From an optimization exercise on the open Yosys and OpenROAD flow, aimed at small area, a short achievable clock period and few clock cycles per item; shortcuts taken in it are not production practice. Only simulation tests tie the RTL to the original design; equivalence was not proved.

[flow/config.mk]
export PLATFORM = sky130hd
export DESIGN_NAME = dge_sha256
export DESIGN_NICKNAME = dge_sha256
export VERILOG_FILES = /design/flow/design.v
export SDC_FILE = /design/flow/constraint.sdc
export NUM_CORES = 4
export LEC_CHECK = 0
export ABC_AREA = 1
export CAP_MARGIN = 20
export CORE_MARGIN = 2
export CORE_UTILIZATION = 60
export CTS_CLUSTER_DIAMETER = 80
export CTS_CLUSTER_SIZE = 25
export PLACE_DENSITY = 0.72
export SLEW_MARGIN = 20
[flow/constraint.sdc]
create_clock -name core_clock -period 10.0 [get_ports {clk}]
set_input_delay 2.0000 -clock core_clock [delete_from_list [all_inputs] [get_ports {clk}]]
set_output_delay 2.0000 -clock core_clock [all_outputs]
set_load 0.01 [all_outputs]
[flow/design.v]
module dge_sha256 (
    input  wire         clk,
    input  wire         rst,         
    input  wire         in_valid,
    output wire         in_ready,
    input  wire [63:0]  in_data,
    input  wire         in_first,
    input  wire         in_last,
    output reg          out_valid,
    output wire [255:0] out_digest
);
    localparam [31:0] IV0 = 32'h6a09e667, IV1 = 32'hbb67ae85,
                      IV2 = 32'h3c6ef372, IV3 = 32'ha54ff53a,
                      IV4 = 32'h510e527f, IV5 = 32'h9b05688c,
                      IV6 = 32'h1f83d9ab, IV7 = 32'h5be0cd19;
    reg [6:0]  rc;           
    reg        fin;          
    reg        addc;         
    reg        sched_we;     
    reg        busy;         
    reg        cur_first;    
    reg        cur_last;     
    reg [3:0]  lcnt;         
    reg [3:0]  lph;          
    reg        pf, pl;       
    reg        rdy;
    reg [31:0] w [0:15];
    reg [31:0] a, b, c, d, e, f, g, h;
    reg [31:0] p;            
    reg [31:0] ra0, ra1, ra2, ra3, ra4;    
    reg [31:0] re0, re1, re2, re3, re4;    
    assign in_ready = rdy;
    wire accept = in_valid & rdy & ~rst;
    reg [31:0] k_n;
    always @(*) begin
        case (rc)
            7'd0:  k_n = 32'h71374491; 7'd1:  k_n = 32'hb5c0fbcf;
            7'd2:  k_n = 32'he9b5dba5; 7'd3:  k_n = 32'h3956c25b;
            7'd4:  k_n = 32'h59f111f1; 7'd5:  k_n = 32'h923f82a4;
            7'd6:  k_n = 32'hab1c5ed5; 7'd7:  k_n = 32'hd807aa98;
            7'd8:  k_n = 32'h12835b01; 7'd9:  k_n = 32'h243185be;
            7'd10: k_n = 32'h550c7dc3; 7'd11: k_n = 32'h72be5d74;
            7'd12: k_n = 32'h80deb1fe; 7'd13: k_n = 32'h9bdc06a7;
            7'd14: k_n = 32'hc19bf174; 7'd15: k_n = 32'he49b69c1;
            7'd16: k_n = 32'hefbe4786; 7'd17: k_n = 32'h0fc19dc6;
            7'd18: k_n = 32'h240ca1cc; 7'd19: k_n = 32'h2de92c6f;
            7'd20: k_n = 32'h4a7484aa; 7'd21: k_n = 32'h5cb0a9dc;
            7'd22: k_n = 32'h76f988da; 7'd23: k_n = 32'h983e5152;
            7'd24: k_n = 32'ha831c66d; 7'd25: k_n = 32'hb00327c8;
            7'd26: k_n = 32'hbf597fc7; 7'd27: k_n = 32'hc6e00bf3;
            7'd28: k_n = 32'hd5a79147; 7'd29: k_n = 32'h06ca6351;
            7'd30: k_n = 32'h14292967; 7'd31: k_n = 32'h27b70a85;
            7'd32: k_n = 32'h2e1b2138; 7'd33: k_n = 32'h4d2c6dfc;
            7'd34: k_n = 32'h53380d13; 7'd35: k_n = 32'h650a7354;
            7'd36: k_n = 32'h766a0abb; 7'd37: k_n = 32'h81c2c92e;
            7'd38: k_n = 32'h92722c85; 7'd39: k_n = 32'ha2bfe8a1;
            7'd40: k_n = 32'ha81a664b; 7'd41: k_n = 32'hc24b8b70;
            7'd42: k_n = 32'hc76c51a3; 7'd43: k_n = 32'hd192e819;
            7'd44: k_n = 32'hd6990624; 7'd45: k_n = 32'hf40e3585;
            7'd46: k_n = 32'h106aa070; 7'd47: k_n = 32'h19a4c116;
            7'd48: k_n = 32'h1e376c08; 7'd49: k_n = 32'h2748774c;
            7'd50: k_n = 32'h34b0bcb5; 7'd51: k_n = 32'h391c0cb3;
            7'd52: k_n = 32'h4ed8aa4a; 7'd53: k_n = 32'h5b9cca4f;
            7'd54: k_n = 32'h682e6ff3; 7'd55: k_n = 32'h748f82ee;
            7'd56: k_n = 32'h78a5636f; 7'd57: k_n = 32'h84c87814;
            7'd58: k_n = 32'h8cc70208; 7'd59: k_n = 32'h90befffa;
            7'd60: k_n = 32'ha4506ceb; 7'd61: k_n = 32'hbef9a3f7;
            7'd62: k_n = 32'hc67178f2; default: k_n = 32'h428a2f98;
        endcase
    end
    function [63:0] c42(input [31:0] x1, input [31:0] x2, input [31:0] x3, input [31:0] x4);
        reg [31:0] s12, co, t, ci, cr;
        integer k;
        begin
            s12 = x1 ^ x2;
            for (k = 0; k < 32; k = k + 1)
                co[k] = s12[k] ? x3[k] : x1[k];
            t  = s12 ^ (x3 ^ x4);
            ci = {co[30:0], 1'b0};
            for (k = 0; k < 32; k = k + 1)
                cr[k] = t[k] ? ci[k] : x4[k];
            c42 = {cr[30:0], 1'b0, t ^ ci};
        end
    endfunction
    wire [31:0] big_s0 = {a[1:0], a[31:2]} ^ {a[12:0], a[31:13]} ^ {a[21:0], a[31:22]};
    wire [31:0] big_s1 = {e[5:0], e[31:6]} ^ {e[10:0], e[31:11]} ^ {e[24:0], e[31:25]};
    wire [31:0] ch     = (e & f) ^ (~e & g);
    wire [31:0] maj    = (a & b) ^ (a & c) ^ (b & c);
    wire [63:0] e_cs  = c42(p, d, ch, big_s1);
    wire [31:0] e_new = e_cs[31:0] + e_cs[63:32];
    wire [31:0] t_s = p ^ ch ^ maj;
    wire [31:0] t_c = {(p[30:0] & ch[30:0]) | (p[30:0] & maj[30:0]) | (ch[30:0] & maj[30:0]), 1'b0};
    wire [63:0] a_cs  = c42(t_s, t_c, big_s0, big_s1);
    wire [31:0] a_new = a_cs[31:0] + a_cs[63:32];
    wire [31:0] sm_s0 = {w[1][6:0], w[1][31:7]} ^ {w[1][17:0], w[1][31:18]} ^ (w[1] >> 3);
    wire [31:0] sm_s1 = {w[14][16:0], w[14][31:17]} ^ {w[14][18:0], w[14][31:19]} ^ (w[14] >> 10);
    wire [63:0] w_cs   = c42(w[0], w[9], sm_s0, sm_s1);
    wire [31:0] w_next = w_cs[31:0] + w_cs[63:32];
    reg  [31:0] iva, ive;
    always @(*) begin
        case (rc[1:0])
            2'd1:    begin iva = IV3; ive = IV7; end    
            2'd2:    begin iva = IV2; ive = IV6; end    
            2'd3:    begin iva = IV1; ive = IV5; end    
            default: begin iva = IV0; ive = IV4; end    
        endcase
    end
    wire        use_iv = cur_first & addc;
    wire        add_on = busy & addc;
    wire [31:0] xa = use_iv ? iva : ra0;
    wire [31:0] xe = use_iv ? ive : re0;
    wire [31:0] sum_a = xa + (add_on ? a : 32'd0);
    wire [31:0] sum_e = xe + (add_on ? e : 32'd0);
    wire [31:0] p_op  = fin ? (pf ? IV7 : re2) : g;
    wire [31:0] p_new = p_op + k_n + w[1];
    function can_acc(input [3:0] lc, input [3:0] ph, input [6:0] r);
        can_acc = (lc == 4'd0) ? ((r == 7'd50) | (r == 7'd55) | (r == 7'd60))
                               : (~lc[3] & (ph == {lc[2:0], 1'b0}));
    endfunction
    wire [31:0] in_lo = {in_data[7:0],   in_data[15:8],  in_data[23:16], in_data[31:24]};
    wire [31:0] in_hi = {in_data[39:32], in_data[47:40], in_data[55:48], in_data[63:56]};
    wire start = fin & (lph == 4'd14) & ((lcnt == 4'd8) | ((lcnt == 4'd7) & accept));
    reg [6:0] rc_n;
    reg [3:0] lcnt_n, lph_n;
    always @(*) begin
        if (rst) begin
            rc_n = 7'd60; lcnt_n = 4'd0; lph_n = 4'd0;
        end else begin
            if (fin) rc_n = start ? 7'd0 : 7'd60;
            else     rc_n = rc + 7'd1;
            if (start)       lcnt_n = 4'd0;
            else if (accept) lcnt_n = lcnt + 4'd1;
            else             lcnt_n = lcnt;
            lph_n = (accept & (lcnt == 4'd0)) ? 4'd1 : lph + 4'd1;
        end
    end
    integer i;
    always @(posedge clk) begin
        rc   <= rc_n;
        fin  <= rc_n[6];
        addc <= rc_n[6] | (rc_n[5:0] >= 6'd61);
        lcnt <= lcnt_n;
        lph  <= lph_n;
        rdy  <= can_acc(lcnt_n, lph_n, rc_n);
        if (accept & (lcnt == 4'd0)) begin
            pf <= in_first;
            pl <= in_last;
        end
        if (rst) begin
            busy      <= 1'b0;
            cur_first <= 1'b0;
            out_valid <= 1'b0;
            sched_we  <= 1'b0;
        end else begin
            out_valid <= fin & busy & cur_last;
            if (fin) begin
                busy      <= start;
                cur_first <= start & pf;
                cur_last  <= pl;
            end
            sched_we <= (fin ? start : busy) & (rc_n <= 7'd47);
        end
        for (i = 0; i < 14; i = i + 1)
            w[i] <= w[i + 1];
        if (accept) begin
            w[14] <= in_lo;
            w[15] <= in_hi;
        end else begin
            w[14] <= w[15];
            w[15] <= sched_we ? w_next : w[0];
        end
        p <= p_new;
        if (fin) begin
            a <= pf ? IV0 : sum_a; b <= pf ? IV1 : ra4;
            c <= pf ? IV2 : ra3;   d <= pf ? IV3 : ra2;
            e <= pf ? IV4 : sum_e; f <= pf ? IV5 : re4;
            g <= pf ? IV6 : re3;   h <= pf ? IV7 : re2;
        end else begin
            a <= a_new; b <= a; c <= b; d <= c;
            e <= e_new; f <= e; g <= f; h <= g;
        end
        ra0 <= ra1; ra1 <= ra2; ra2 <= ra3; ra3 <= ra4; ra4 <= sum_a;
        re0 <= re1; re1 <= re2; re2 <= re3; re3 <= re4; re4 <= sum_e;
    end
    wire [31:0] H0 = ra4, H1 = ra3, H2 = ra2, H3 = ra1;
    wire [31:0] H4 = re4, H5 = re3, H6 = re2, H7 = re1;
    assign out_digest = {
        H7[7:0], H7[15:8], H7[23:16], H7[31:24],
        H6[7:0], H6[15:8], H6[23:16], H6[31:24],
        H5[7:0], H5[15:8], H5[23:16], H5[31:24],
        H4[7:0], H4[15:8], H4[23:16], H4[31:24],
        H3[7:0], H3[15:8], H3[23:16], H3[31:24],
        H2[7:0], H2[15:8], H2[23:16], H2[31:24],
        H1[7:0], H1[15:8], H1[23:16], H1[31:24],
        H0[7:0], H0[15:8], H0[23:16], H0[31:24]
    };
endmodule
[flow/flow/run.sh]
#!/bin/bash
set -e
export SETUP_SLACK_MARGIN=6
export BUFFER_PORTS_ARGS="-buffer_cell sky130_fd_sc_hd__buf_1"
bash standard.sh > standard.log 2>&1
[flow/standard.sh]
#!/bin/bash
# synth_recipe.tcl (not shown) runs the flow's synth.tcl, then flattens the netlist and writes it again
# the make line also repeats each setting of config.mk as NAME=value (left out here)
make -C /OpenROAD-flow-scripts/flow DESIGN_CONFIG=/design/flow/config.mk WORK_HOME=/design/flow/orfs CLKGATE_MAP_FILE= SYNTH_SCRIPT=/design/flow/synth_recipe.tcl "${@:-finish}"
==> metrics.md, run 1 <==
| Metric | Value |
|---|---|
| Worst EP arrival | `roughly 4.7 ns` |
| Post-Synth Simple-Gate Area | `approximately a fifth` |
| Max_cap viols | `0` |
| Initial antenna violation count | `12` |
| Primary FF master, synth | `dfxtp_1` |
| Pre-antenna DRT Iters | `6` |
| Required time of the worst setup path | `about 11 ns` |
| TritonCTS clock tree | `done` |
| Tightest Pin Transition | `1.04 ns` |
| Xor-xnor portion of the synthesized cell area | `about a tenth` |
| Clock transition at path regs | `~0.1 ns` |
| Syn nets | `6,970` |
| Core ar. | `about 0.087 mm²` |
| Reg2Reg Capture Point | `p[28]` |
| CTS root buffer | `clkbuf_16` |
| Clk Latency, worst-skew pair | `roughly 0.74 ns` |
| Final hold vios | `0` |
| First-pass GRT wire length | `around 280,000 µm` |
| DRT iter0 DRCs | `4,753` |
| Min Tclk post-route | `approximately 4.0 ns` |
| Hold EP | `w[11][26]` |
| Seq/Total Area, Yosys | `roughly 44%` |
| Relative slew slack | `between 30% and 40%` |
| Via/cell ratio | `between 5 and 6` |
| Die area | `between 0.08 and 0.09 mm²` |
| Routed WL per cell | `about 24 µm` |
| GRT overflow | `0` |
| Share of cells above drive strength 1 | `under 10%` |
| Adder-cell share of the synthesized area | `8.01%` |
| DIE WIDTH | `around 300 µm` |
| I/O pin total | `327` |
| Ys async rst share | `0%` |
| CTS sink count | `1,144` |
| Critical Setup Path Class | `flop to flop` |
| Initial Util | `about three fifths` |
| Finished Layout Cells | `8,165` |
| RD Place Congestion | `1.06` |
| Post-DRT Antenna Nets | `0` |
| Area grow syn2layout | `12.6%` |
| Max-slew violation count | `0` |
| Worst path cell trace | `inv_8 -> nor2_4 -> inv_8 -> buf_16 -> o22ai_1 -> fa_1 -> inv_1 -> ha_1 -> a21oi_1 -> o221ai_1 -> a21oi_1 -> nand2_1 -> xor2_1` |
| FF+latch count, synth | `around 1,100` |
| Area leader, netlist | `dfxtp_1` |
| Count leader, synth | `nand2_1` |
| Mapped Cells | `between 6,000 and 7,000` |
| Crit path launch type | `flop` |
| Crit path largest cell delay | `roughly 0.75 ns` |
| Synth cell types | `48` |
| Setup TNS | `0 ns` |
| Crit-path slowest cell | `o22ai_1` |
| Top cells by area, synth | `dfxtp_1 44%, nand2_1 10%, xor2_1 6.3%, inv_1 5.1%, a21oi_1 5.0%` |
| Largest net degree at the start of global routing | `between 80 and 90` |
| RSZ-0062 raised after global routing | `yes` |
| CP endpoint kind | `flop` |
| Fin crit share | `a little over 40%` |
| Post-synth EDFFs | `3` |
| CTS H-tree lvls | `2` |
| Maximum clock path buffer count | `3` |
| Worst path depth | `13` |
| Post-Syn Area per Cell | `roughly 8 µm²` |
| Mux cell area share after synthesis | `0%` |
| Vias in the first global route | `roughly 45,000` |
| CP Max Fanout | `39` |
| R2r worst-path depth | `13` |
| Post-synthesis cell area | `around 0.052 mm²` |
| Total Wirelength | `200,000 µm` |
| Compound-Gate Fraction of Synth Area | `11.2%` |
| GRT Resource Usage Total | `42.5%` |
| Post-route DRC | `0` |
| Fmax | `approximately 0.25 GHz` |
| Via count | `approximately 48,000` |
| FF-to-FF setup slack | `~6 ns` |
| Buffers & Inverters on Critical Path | `4` |
| Worst Skew | `roughly 0.042 ns` |
| Largest family of logic cells by synthesized area | `simple AND/OR/NAND/NOR gates` |
| DPL Wire Length | `151,000 µm` |
| Hold Path Depth | `0` |
| Final Setup Violations | `0` |
| Fill cell count | `a little over 7,000` |
| YS warnings | `2` |
| Status | `complete, no violations` |
| TritonCTS buffer count | `slightly above 60` |
| Commonest cells in the netlist | `1,434 x nand2_1, 1,141 x dfxtp_1, 709 x inv_1, 620 x nor2_1, 523 x a21oi_1` |
| Delay-heaviest family, CP | `compound AO/OA/AOI/OAI gates` |
| Worst Min Path Start | `w[12][26]` |
| Port-buffer cells | `326` |
| Post-synth top area share | `43.5%` |
| Row count | `around 110` |
| Placed Cells | `7,985` |
| Final nets | `7,323` |
| Die height | `approximately 300 µm` |
| Tightest Hold Check Type | `flop to flop` |
| Reg2reg start | `rc[6]` |
==> cells by family (layout without fill, tap and decap cells) <==
kind of cell,after synthesis,count (layout)
compound gates,1092,1092
xor+xnor,626,626
fa+ha+maj,300,300
buf+inv,867,1245
flops,1144,1144
other cells,0,7
simple gates,2595,2596
==> state kept, by name, summed over array words and instances, names as in the netlist, 7 cells and up, named ones only <==
signal  cells
re4        32
re2        32
rc          7
re3        32
c          32
p          32
a          32
f          32
ra2        32
e          32
re1        32
b          32
re0        32
w         512
ra0        32
d          32
ra3        32
ra4        32
ra1        32
g          32
==> worst register-to-register path, stage by stage, from the launching register on <==
cell	delay (ns)
dfxtp_4	0.49
inv_8	0.13
nor2_4	0.29
inv_8	0.14
buf_16	0.22
o22ai_1	0.79
fa_1	0.56
inv_1	0.07
ha_1	0.28
a21oi_1	0.25
o221ai_1	0.20
a21oi_1	0.16
nand2_1	0.08
xor2_1	0.25
==> final cells by class <==
type	count	area (µm²)	share of cell area, %
Timing Repair inverter	1	7.51	0.0127
Clock buffer	64	1560	2.64
Timing Repair Buffer	441	2360	4.00
Sequential cell	1144	23100	39.0
Antenna cell	7	17.5	0.0296
Tap cell	1155	1450	2.45
Multi-Input combinational cell	4614	27500	46.5
Clock inverter	25	394	0.667
Inverter	714	2750	4.66
==> stage by stage <==
stage / utilization, % / hold WS, ns / cell area [µm²] / setup WS, ns
finish: 68.1 / 0.322 / 59100 / 5.97
CTS: 66.5 / 0.321 / 57700 / 5.95
global route: 68.1 / 0.322 / 59100 / 5.85
detailed placement: 63.2 / 0.312 / 54900 / 4.15
global placement: 63.2 / 0.310 / 54900 / 4.17
floorplan: - / 0.310 / 52500 / 6.02
==> layout by cell type (no fill, tap or decap), drive strengths merged, types with 31 or more instances in the layout <==
| cell type | n |
|---|---|
| xor2 | 377 |
| fa | 68 |
| xnor2 | 249 |
| nand2 | 1442 |
| a21oi | 523 |
| dfxtp | 1141 |
| o21ai | 409 |
| clkbuf | 66 |
| buf | 437 |
| nand4 | 43 |
| or2 | 60 |
| o21a | 31 |
| nand3 | 353 |
| nor2 | 622 |
| nor3 | 37 |
| inv | 717 |
| ha | 209 |
==> how the worst max path moves through the flow <==
| stage | endpoint | slack (ns) | start |
|---|---|---|---|
| 3_5_place_dp | flop | 4.15 | rst |
| 2_1_floorplan | flop | 6.02 | rst |
| 3_3_place_gp | flop | 4.17 | rst |
| 5_1_grt | a[30] | 5.85 | e[24] |
| 4_1_cts | a[30] | 5.95 | e[26] |
| 6_report | p[28] | 5.97 | rc[6] |
==> what timing repair did <==
action	in CTS	in global routing
pin swaps	22	66
setup buffers	29	49
resized for setup	194	260
setup endpoints to repair	154	130
gates cloned	3	3
hold buffers	0	0
==> layer usage <==
layer | vias to the layer above | global-route usage, % | routed length, µm
li1 | 21900 | - | -
met1 | 22500 | 50.9 | 73500
met2 | 2533 | 69.2 | 91200
met3 | 668 | 8.15 | 18600
met4 | 10 | 29.0 | 16300
met5 | - | 0 | 66
Testbench counts, summed over its fixed seeds: cycles 31,263, blocks 479.
==> run 2, diff against run 1 <==
--- a/flow/design.v
+++ b/flow/design.v
@@ -69,4 +69,46 @@
         endcase
     end
+    function [31:0] add_ks(input [31:0] x, input [31:0] y);
+        reg [31:0] gg, pp, g2, p2;
+        integer i, dd;
+        begin
+            gg = x & y; pp = x ^ y;
+            for (dd = 1; dd < 32; dd = dd * 2) begin
+                g2 = gg; p2 = pp;
+                for (i = dd; i < 32; i = i + 1) begin
+                    g2[i] = gg[i] | (pp[i] & gg[i - dd]);
+                    p2[i] = pp[i] & pp[i - dd];
+                end
+                gg = g2; pp = p2;
+            end
+            add_ks = x ^ y ^ {gg[30:0], 1'b0};
+        end
+    endfunction
+    function [31:0] add_sk(input [31:0] x, input [31:0] y);
+        reg [31:0] gg, pp, g2, p2;
+        integer i, l, j;
+        begin
+            gg = x & y; pp = x ^ y;
+            for (l = 0; l < 5; l = l + 1) begin
+                g2 = gg; p2 = pp;
+                for (i = 0; i < 32; i = i + 1) begin
+                    if ((i >> l) & 1) begin
+                        j = ((i >> l) << l) - 1;
+                        g2[i] = gg[i] | (pp[i] & gg[j]);
+                        p2[i] = pp[i] & pp[j];
+                    end
+                end
+                gg = g2; pp = p2;
+            end
+            add_sk = x ^ y ^ {gg[30:0], 1'b0};
+        end
+    endfunction
+    function [63:0] c32(input [31:0] x1, input [31:0] x2, input [31:0] x3);
+        reg [31:0] mj;
+        begin
+            mj  = (x1 & x2) | (x1 & x3) | (x2 & x3);
+            c32 = {mj[30:0], 1'b0, x1 ^ x2 ^ x3};
+        end
+    endfunction
     function [63:0] c42(input [31:0] x1, input [31:0] x2, input [31:0] x3, input [31:0] x4);
         reg [31:0] s12, co, t, ci, cr;
@@ -88,13 +130,13 @@
     wire [31:0] maj    = (a & b) ^ (a & c) ^ (b & c);
     wire [63:0] e_cs  = c42(p, d, ch, big_s1);
-    wire [31:0] e_new = e_cs[31:0] + e_cs[63:32];
+    wire [31:0] e_new = add_sk(e_cs[31:0], e_cs[63:32]);
     wire [31:0] t_s = p ^ ch ^ maj;
     wire [31:0] t_c = {(p[30:0] & ch[30:0]) | (p[30:0] & maj[30:0]) | (ch[30:0] & maj[30:0]), 1'b0};
     wire [63:0] a_cs  = c42(t_s, t_c, big_s0, big_s1);
-    wire [31:0] a_new = a_cs[31:0] + a_cs[63:32];
+    wire [31:0] a_new = add_sk(a_cs[31:0], a_cs[63:32]);
     wire [31:0] sm_s0 = {w[1][6:0], w[1][31:7]} ^ {w[1][17:0], w[1][31:18]} ^ (w[1] >> 3);
     wire [31:0] sm_s1 = {w[14][16:0], w[14][31:17]} ^ {w[14][18:0], w[14][31:19]} ^ (w[14] >> 10);
     wire [63:0] w_cs   = c42(w[0], w[9], sm_s0, sm_s1);
-    wire [31:0] w_next = w_cs[31:0] + w_cs[63:32];
+    wire [31:0] w_next = add_sk(w_cs[31:0], w_cs[63:32]);
     reg  [31:0] iva, ive;
     always @(*) begin
@@ -110,8 +152,9 @@
     wire [31:0] xa = use_iv ? iva : ra0;
     wire [31:0] xe = use_iv ? ive : re0;
-    wire [31:0] sum_a = xa + (add_on ? a : 32'd0);
-    wire [31:0] sum_e = xe + (add_on ? e : 32'd0);
+    wire [31:0] sum_a = add_sk(xa, add_on ? a : 32'd0);
+    wire [31:0] sum_e = add_sk(xe, add_on ? e : 32'd0);
     wire [31:0] p_op  = fin ? (pf ? IV7 : re2) : g;
-    wire [31:0] p_new = p_op + k_n + w[1];
+    wire [63:0] p_cs  = c32(p_op, k_n, w[1]);
+    wire [31:0] p_new = add_sk(p_cs[31:0], p_cs[63:32]);
     function can_acc(input [3:0] lc, input [3:0] ph, input [6:0] r);
         can_acc = (lc == 4'd0) ? ((r == 7'd50) | (r == 7'd55) | (r == 7'd60))
==> metrics.md, run 2 <==
| Metric | Value |
|---|---|
| Status | `complete, no violations` |
| Final Setup Violations | `0 (unchanged)` |
| TritonCTS buffer count | `58 (-4.9%)` |
| TritonCTS clock tree | `done` |
| RSZ-0062 raised after global routing | `yes` |
| Top cells by area, synth | `dfxtp_1 45%, nand2_1 11%, inv_1 5.9%, xor2_1 5.2%, ha_1 5.1%` |
| Via/cell ratio | `5.45 (-6.3%)` |
| YS warnings | `2 (unchanged)` |
| Tightest Hold Check Type | `flop to flop` |
| I/O pin total | `327 (unchanged)` |
| CTS root buffer | `clkbuf_16` |
| Max reg flops | `512 (unchanged)` |
| Post-synthesis cell area | `0.0511 mm² (-2.7%)` |
| Die height | `296 µm (-1.3%)` |
| Worst Skew | `0.0362 ns (-0.00569 ns)` |
| First-pass GRT wire length | `243,000 µm (-14%)` |
| Final hold vios | `0 (unchanged)` |
| Total Wirelength | `169,000 µm (-15%)` |
| CP endpoint kind | `flop` |
| Hold_buf cts | `0 (unchanged)` |
| Placed Area | `0.0533 mm² (-2.8%)` |
| Area grow syn2layout | `11.2%` |
| CTS sink count | `1,144 (unchanged)` |
| Clk Latency, worst-skew pair | `0.70 ns (-0.04 ns)` |
| Mapped Cells | `6,339 (-4.3%)` |
| Primary FF master, synth | `dfxtp_1` |
| Share of cells above drive strength 1 | `7.29% (-1.1 points)` |
| Relative slew slack | `22.8% (-8.0 points)` |
| Setup TNS | `0 ns (unchanged)` |
| Most common cell after layout, fill and taps aside | `nand2_1` |
| Clock transition at path regs | `0.11 ns (about the same)` |
| Ys async rst share | `0% (unchanged)` |
| Min Tclk post-route | `3.93 ns (-0.0945 ns)` |
| Vias in the first global route | `39,100 (-13%)` |
| Post-route DRC | `0 (unchanged)` |
| Count leader, synth | `nand2_1` |
| CP startpoint | `a[6]` |
| Placed Cells | `7,678 (-3.8%)` |
| Reg2Reg Capture Point | `a[16]` |
| Fin crit share | `39.3% (-0.95 points)` |
| Required time of the worst setup path | `10.59 ns (-0.03 ns)` |
| Initial Util | `60.3% (-0.21 points)` |
| FF+latch count, synth | `1,144 (unchanged)` |
| R2r worst-path depth | `19 (+6)` |
| Pre-antenna DRT Iters | `6 (unchanged)` |
| Fmax | `0.254 GHz (+2.4%)` |
| CTS H-tree lvls | `2 (unchanged)` |
| Tightest Pin Transition | `1.16 ns (+0.118 ns)` |
| Largest net degree at the start of global routing | `87 (+6.1%)` |
| Most flop-heavy register | `w` |
| Fill cell count | `7,149 (+0.70%)` |
| Routed WL per cell | `21.7 µm (-11%)` |
| Final nets | `7,023 (-4.1%)` |
| Via count | `42,700 (-10%)` |
| Reg2reg start | `a[6]` |
| FF-to-FF setup slack | `6.07 ns (+0.09 ns)` |
| DIE WIDTH | `296 µm (-1.3%)` |
| Maximum clock path buffer count | `3 (unchanged)` |
| Post-Syn Area per Cell | `8.06 µm² (+1.7%)` |
| Most frequent cells in the layout | `1,428 x nand2_1, 1,063 x dfxtp_1, 791 x inv_1, 528 x nor2_1, 397 x nand3_1` |
| Synth cell types | `56 (+17%)` |
| Initial antenna violation count | `9 (-3)` |
| Die area | `0.0875 mm² (-2.6%)` |
| Seq/Total Area, Yosys | `44.9% (+1.2 points)` |
| Crit path launch type | `flop` |
| GRT overflow | `0 (unchanged)` |
| Max_cap viols | `0 (unchanged)` |
| Critical Setup Path Class | `flop to flop` |
| DPL Wire Length | `124,000 µm (-18%)` |
| Area leader, netlist | `dfxtp_1` |
| CP Max Fanout | `4 (-90%)` |
| Post-synth EDFFs | `3 (unchanged)` |
| Worst EP arrival | `4.53 ns (-0.12 ns)` |
| DRT iter0 DRCs | `3,882 (-18%)` |
| Post-DRT Antenna Nets | `0 (unchanged)` |
| Port-buffer cells | `326 (unchanged)` |
| Finished Layout Cells | `7,821 (-4.2%)` |
| Max-slew violation count | `0 (unchanged)` |
| Core ar. | `0.0847 mm² (-2.3%)` |
| Syn nets | `6,703 (-3.8%)` |
| Cell area after layout | `0.0569 mm² (-3.8%)` |
| Commonest cells in the netlist | `1,461 x nand2_1, 1,141 x dfxtp_1, 808 x inv_1, 534 x nor2_1, 400 x nand3_1` |
| RD Place Congestion | `1.00 (-4.9%)` |
| GRT Resource Usage Total | `37.6% (-4.9 points)` |
| Row count | `107 (-0.93%)` |
| Post-synth top area share | `44.7% (+1.2 points)` |
| Worst setup path endpoint | `a[16]` |
-- run 2: changes by cell type after synthesis, sizes merged, moves of 14 or more --
cell   before   now
xor2      377   302
xnor2     249   233
a21oi     523   316
inv       713   818
fa         68    88
nand3     353   406
nand2    1441  1474
nor3       37    23
nand4      43    17
nor2      622   540
o21ai     409   299
-- run 2: repair_timing --
| action | CTS | global route |
|---|---|---|
| pin swaps | 12 | 29 |
| gates resized for setup | 145 | 233 |
| cloned | 8 | 3 |
| hold endpoints to repair | 0 | 0 |
| endpoints found under the setup margin | 168 | 96 |
| setup buffers | 20 | 34 |
-- run 2: metal layers --
metal	track usage, %	part of all wire (%)	wire [µm]
met1	50.0	41	69600
met2	59.4	44	74900
met3	5.55	8.4	14300
met4	19.9	6.3	10600
met5	0	0.014	23
-- run 2: kinds of logic after synthesis --
family | after synthesis | synth area share, %
and+or+nand+nor | 2575 | 20.9
DFF | 1144 | 44.9
buffers and inverters | 975 | 7.47
AOI/OAI and AO/OA | 798 | 8.77
xor gates and xnor gates | 535 | 9.17
adders and majority gates | 308 | 8.77
muxes | 4 | 0.0783
-- run 2: worst min-delay path by stage --
stage	slack, ns	depth (start not counted)	to	start
finish	0.31	0	w[1][17]	w[2][17]
global route	0.32	0	w[11][28]	w[12][28]
CTS	0.31	0	w[11][28]	w[12][28]
detailed placement	0.31	0	w[1][10]	w[2][10]
global placement	0.31	0	w[2][14]	w[3][14]
floorplan	0.31	0	w[10][0]	w[11][0]
-- run 2: through the flow --
step,setup slack (ns),utilization (%),hold WS [ns]
final,6.07,67.1,0.308
after global routing,5.83,67.1,0.318
after CTS,6.00,65.9,0.312
after detailed placement,4.45,62.9,0.312
after global placement,4.41,62.9,0.310
after floorplan,6.06,-,0.310
-- run 2: layout make-up --
type	instances	area (µm²)	area share, %
Inverter	820	3160	5.55
Timing Repair Buffer	412	2300	4.05
Clock buffer	58	1450	2.55
Multi-Input combinational cell	4222	25100	44.1
Tap cell	1144	1430	2.52
Timing Repair inverter	1	8.76	0.0154
Sequential cell	1144	23100	40.6
Antenna cell	1	2.50	0.00440
Clock inverter	19	314	0.552
-- run 2: worst max-delay path: stages (launching register included) --
cell and delay (ns):
dfxtp_4 0.42, clkinvlp_4 0.23, o21ai_2 0.10, o21ai_1 0.09
fa_1 0.50, xor2_1 0.17, or2_2 0.31, nand2_1 0.06
nand2_1 0.07, nand2_1 0.09, o21ai_0 0.09, ha_1 0.39
nand2_1 0.08, nor2_1 0.10, nand2_1 0.10, nand3_4 0.13
nand2_4 0.10, nand2_8 0.12, fa_2 0.45, o22a_1 0.20
Testbench counts of run 2, summed over its fixed seeds: cycles 31,263, blocks 479.
==> run 3, diff against run 2 <==
--- a/flow/design.v
+++ b/flow/design.v
@@ -69,18 +69,20 @@
         endcase
     end
-    function [31:0] add_ks(input [31:0] x, input [31:0] y);
-        reg [31:0] gg, pp, g2, p2;
-        integer i, dd;
+    function [31:0] add_bk(input [31:0] x, input [31:0] y);
+        reg [31:0] gg, pp;
+        integer i, l;
         begin
             gg = x & y; pp = x ^ y;
-            for (dd = 1; dd < 32; dd = dd * 2) begin
-                g2 = gg; p2 = pp;
-                for (i = dd; i < 32; i = i + 1) begin
-                    g2[i] = gg[i] | (pp[i] & gg[i - dd]);
-                    p2[i] = pp[i] & pp[i - dd];
-                end
-                gg = g2; pp = p2;
-            end
-            add_ks = x ^ y ^ {gg[30:0], 1'b0};
+            for (l = 0; l < 5; l = l + 1)
+                for (i = 0; i < 32; i = i + 1)
+                    if (((i + 1) % (2 << l)) == 0) begin
+                        gg[i] = gg[i] | (pp[i] & gg[i - (1 << l)]);
+                        pp[i] = pp[i] & pp[i - (1 << l)];
+                    end
+            for (l = 3; l >= 0; l = l - 1)
+                for (i = 0; i < 32; i = i + 1)
+                    if ((i >= 3 * (1 << l) - 1) && (((i + 1 - (1 << l)) % (2 << l)) == 0))
+                        gg[i] = gg[i] | (pp[i] & gg[i - (1 << l)]);
+            add_bk = x ^ y ^ {gg[30:0], 1'b0};
         end
     endfunction
@@ -152,6 +154,6 @@
     wire [31:0] xa = use_iv ? iva : ra0;
     wire [31:0] xe = use_iv ? ive : re0;
-    wire [31:0] sum_a = add_sk(xa, add_on ? a : 32'd0);
-    wire [31:0] sum_e = add_sk(xe, add_on ? e : 32'd0);
+    wire [31:0] sum_a = add_bk(xa, add_on ? a : 32'd0);
+    wire [31:0] sum_e = add_bk(xe, add_on ? e : 32'd0);
     wire [31:0] p_op  = fin ? (pf ? IV7 : re2) : g;
     wire [63:0] p_cs  = c32(p_op, k_n, w[1]);
==> metrics.md, run 3 <==
| Metric | Value |
|---|---|
| Final hold vios | `0 (unchanged)` |
| Hold Path Depth | `0 (unchanged)` |
| Crit path largest cell delay | `0.60 ns (+0.10 ns)` |
| Max-slew violation count | `0 (unchanged)` |
| TritonCTS buffer count | `57 (-1.7%)` |
| Buffers & Inverters on Critical Path | `3 (+2)` |
| Post-synth EDFFs | `3 (unchanged)` |
| FF-to-FF setup slack | `6.03 ns (-0.04 ns)` |
| Fin crit share | `39.7% (+0.40 points)` |
| FF+latch count, synth | `1,144 (unchanged)` |
| Post-synthesis cell area | `0.0499 mm² (-2.4%)` |
| Commonest cells in the netlist | `1,221 x nand2_1, 1,141 x dfxtp_1, 730 x inv_1, 548 x nor2_1, 364 x a21oi_1` |
| CTS root buffer | `clkbuf_16` |
| RD Place Congestion | `1.01 (about the same)` |
| Worst Skew | `0.0320 ns (-0.00421 ns)` |
| First-pass GRT wire length | `233,000 µm (-4.4%)` |
| Fill cell count | `6,728 (-5.9%)` |
| Crit-path slowest cell | `fa_2` |
| Die area | `0.0854 mm² (-2.4%)` |
| Placed Cells | `7,236 (-5.8%)` |
| TritonCTS clock tree | `done` |
| Vias in the first global route | `38,000 (-2.7%)` |
| Setup TNS | `0 ns (unchanged)` |
| Maximum clock path buffer count | `3 (unchanged)` |
| Post-synth top area share | `45.8% (+1.1 points)` |
| YS warnings | `2 (unchanged)` |
| Via/cell ratio | `5.51 (+0.97%)` |
| CP endpoint kind | `flop` |
| I/O pin total | `327 (unchanged)` |
| CP Max Fanout | `5 (+1)` |
| Post-route DRC | `0 (unchanged)` |
| Status | `complete, no violations` |
| Primary FF master, synth | `dfxtp_1` |
| Final core utilization | `67.8% (+0.75 points)` |
| Min Tclk post-route | `3.97 ns (+0.0397 ns)` |
| Count leader, synth | `nand2_1` |
| Top cells by area, synth | `dfxtp_1 46%, nand2_1 9.2%, xor2_1 5.6%, inv_1 5.5%, ha_1 5.2%` |
| Fmax | `0.252 GHz (-1.0%)` |
| Routed WL per cell | `21.7 µm (+0.19%)` |
| Tightest Pin Transition | `0.886 ns (-0.271 ns)` |
| GRT Resource Usage Total | `36.3% (-1.3 points)` |
| Die height | `292 µm (-1.2%)` |
| Post-Syn Area per Cell | `8.35 µm² (+3.6%)` |
| GRT overflow | `0 (unchanged)` |
| Seq/Total Area, Yosys | `46.0% (+1.1 points)` |
| Syn nets | `6,357 (-5.2%)` |
| Pre-antenna DRT Iters | `6 (unchanged)` |
| DIE WIDTH | `292 µm (-1.2%)` |
| Port-buffer cells | `326 (unchanged)` |
| Crit path launch type | `flop` |
| Most frequent cells in the layout | `1,193 x nand2_1, 1,052 x dfxtp_1, 716 x inv_1, 530 x nor2_1, 350 x a21oi_1` |
| Area grow syn2layout | `11.9%` |
| Initial Util | `60.6% (+0.33 points)` |
| Relative slew slack | `40.9% (+18 points)` |
| Finished Layout Cells | `7,390 (-5.5%)` |
| Critical Setup Path Class | `flop to flop` |
| Core ar. | `0.0822 mm² (-3.0%)` |
| Max_cap viols | `0 (unchanged)` |
| Reg2reg start | `c[2]` |
| Tightest Hold Check Type | `flop to flop` |
| Required time of the worst setup path | `10.58 ns (about the same)` |
| RSZ-0062 raised after global routing | `yes` |
| Clk Latency, worst-skew pair | `0.70 ns (about the same)` |
| Clock transition at path regs | `0.10 ns (about the same)` |
| CTS sink count | `1,144 (unchanged)` |
| Row count | `105 (-1.9%)` |
| Via count | `40,700 (-4.6%)` |
| Area leader, netlist | `dfxtp_1` |
| DRT iter0 DRCs | `3,301 (-15%)` |
| Worst Min Path Start | `w[12][2]` |
| Synth cell types | `49 (-13%)` |
| Delay-heaviest family, CP | `adder cells` |
| Total Wirelength | `160,000 µm (-5.3%)` |
| Reg2Reg Capture Point | `a[16]` |
| Max reg flops | `512 (unchanged)` |
| Mapped Cells | `5,971 (-5.8%)` |
| Hold_buf cts | `0 (unchanged)` |
| Most common cell after layout, fill and taps aside | `nand2_1` |
| Final nets | `6,688 (-4.8%)` |
| Most flop-heavy register | `w` |
| Post-DRT Antenna Nets | `0 (unchanged)` |
| Worst path cell trace | `inv_1 -> o21ai_1 -> o21ai_2 -> fa_2 -> nand2_1 -> inv_2 -> nor2_2 -> xor2_1 -> xnor2_1 -> xnor2_1 -> inv_1 -> ha_4 -> nand3_2 -> o211ai_1 -> nand2_1 -> nand3_4 -> nand2_4 -> nand2_4 -> fa_2 -> o22a_1` |
| Hold EP | `w[11][2]` |
| R2r worst-path depth | `20 (+1)` |
| Largest net degree at the start of global routing | `84 (-3.4%)` |
| DPL Wire Length | `117,000 µm (-6.1%)` |
| Worst EP arrival | `4.56 ns (+0.03 ns)` |
| Initial antenna violation count | `3 (-6)` |
| Ys async rst share | `0% (unchanged)` |
| CTS H-tree lvls | `2 (unchanged)` |
| Final Setup Violations | `0 (unchanged)` |
| Share of cells above drive strength 1 | `7.91% (+0.62 points)` |
## run 3: cell families (layout without fill, tap and decap cells)
logic type / after synthesis / count (layout) / share of synthesized area, %
and+or+nand+nor: 2175 / 2177 / 17.7
DFF: 1144 / 1144 / 46.0
buffers and inverters: 895 / 1240 / 6.84
AOI/OAI and AO/OA: 842 / 843 / 9.35
xor gates and xnor gates: 582 / 582 / 10.2
adders and majority gates: 333 / 333 / 9.93
other: 0 / 1 / 0
## run 3: repair_timing
item	4_1_cts	5_1_grt
pin swaps	20	46
setup endpoints to repair	179	88
resized for setup	182	224
buffers inserted	35	32
hold endpoints to repair	0	0
gates cloned	5	5
## run 3: through the flow
stage	hold slack (ns)	setup WS [ns]	instance area, µm²
6_report	0.317	6.03	55800
5_1_grt	0.325	5.88	55800
4_1_cts	0.318	5.94	54700
3_5_place_dp	0.312	4.28	52000
3_3_place_gp	0.310	4.23	52000
2_1_floorplan	0.310	6.06	49900
## run 3: how the worst max path moves through the flow
stage	start	endpoint	slack [ns]	depth (start not counted)
6_report	c[2]	a[16]	6.03	20
5_1_grt	rc[0]	e[31]	5.88	24
4_1_cts	addc	a[31]	5.94	26
3_5_place_dp	rst	flop	4.28	16
3_3_place_gp	rst	flop	4.23	16
2_1_floorplan	rst	flop	6.06	13
## run 3: cell type report
cell class	instances	area (µm²)	share of cell area (%)
Multi-Input combinational cell	3935	24500	43.9
Sequential cell	1144	23100	41.4
Clock inverter	18	307	0.549
Antenna cell	1	2.50	0.00449
Clock buffer	58	1430	2.56
Inverter	741	2830	5.08
Timing Repair Buffer	423	2280	4.08
Tap cell	1070	1340	2.40
## run 3: per-layer routing
metal  track usage [%]  wire length (µm)  vias to the layer above
met5                 0                14                        -
met4              19.4             10600                        2
met3              5.30             12600                      458
met2              59.2             72900                     1772
met1              46.7             64300                    19100
li1                  -                 -                    19400
Testbench counts of run 3, summed over its fixed seeds: cycles 31,263, blocks 479.

==> separate check: timing with driven ports <==
The results above use ideal ports. As a check the final layouts listed here were re-extracted and re-timed, cells and wires unchanged. Step 1 assumes that a clkbuf_16 drives the clock port and a buf_2 every other input. Step 2, shift: input delay + t, output delay - t, t = (earliest + latest rising clock arrival at the registers) / 2. This alone moves slack from input paths to output paths. Three values: ideal ports, drivers, drivers and shift; two values: the first two.
run	t, ns	setup WS [ns]	latest minus earliest clock arrival (ns)	worst slew at a driven data input, ns	pins driven straight from the clock port
run 1	0.797	5.971 / 5.971 / 5.462	0.044 / 0.043	0.04	1
run 2	0.758	6.066 / 6.066 / 5.378	0.042 / 0.041	0.04	1
run 3	0.756	6.026 / 6.026 / 5.348	0.034 / 0.033	0.04	1
After both steps setup and hold are still met in every run listed. The setup slack of run 2, which loses most, moves by 0.000 ns with the drivers and by -0.688 ns with both steps.
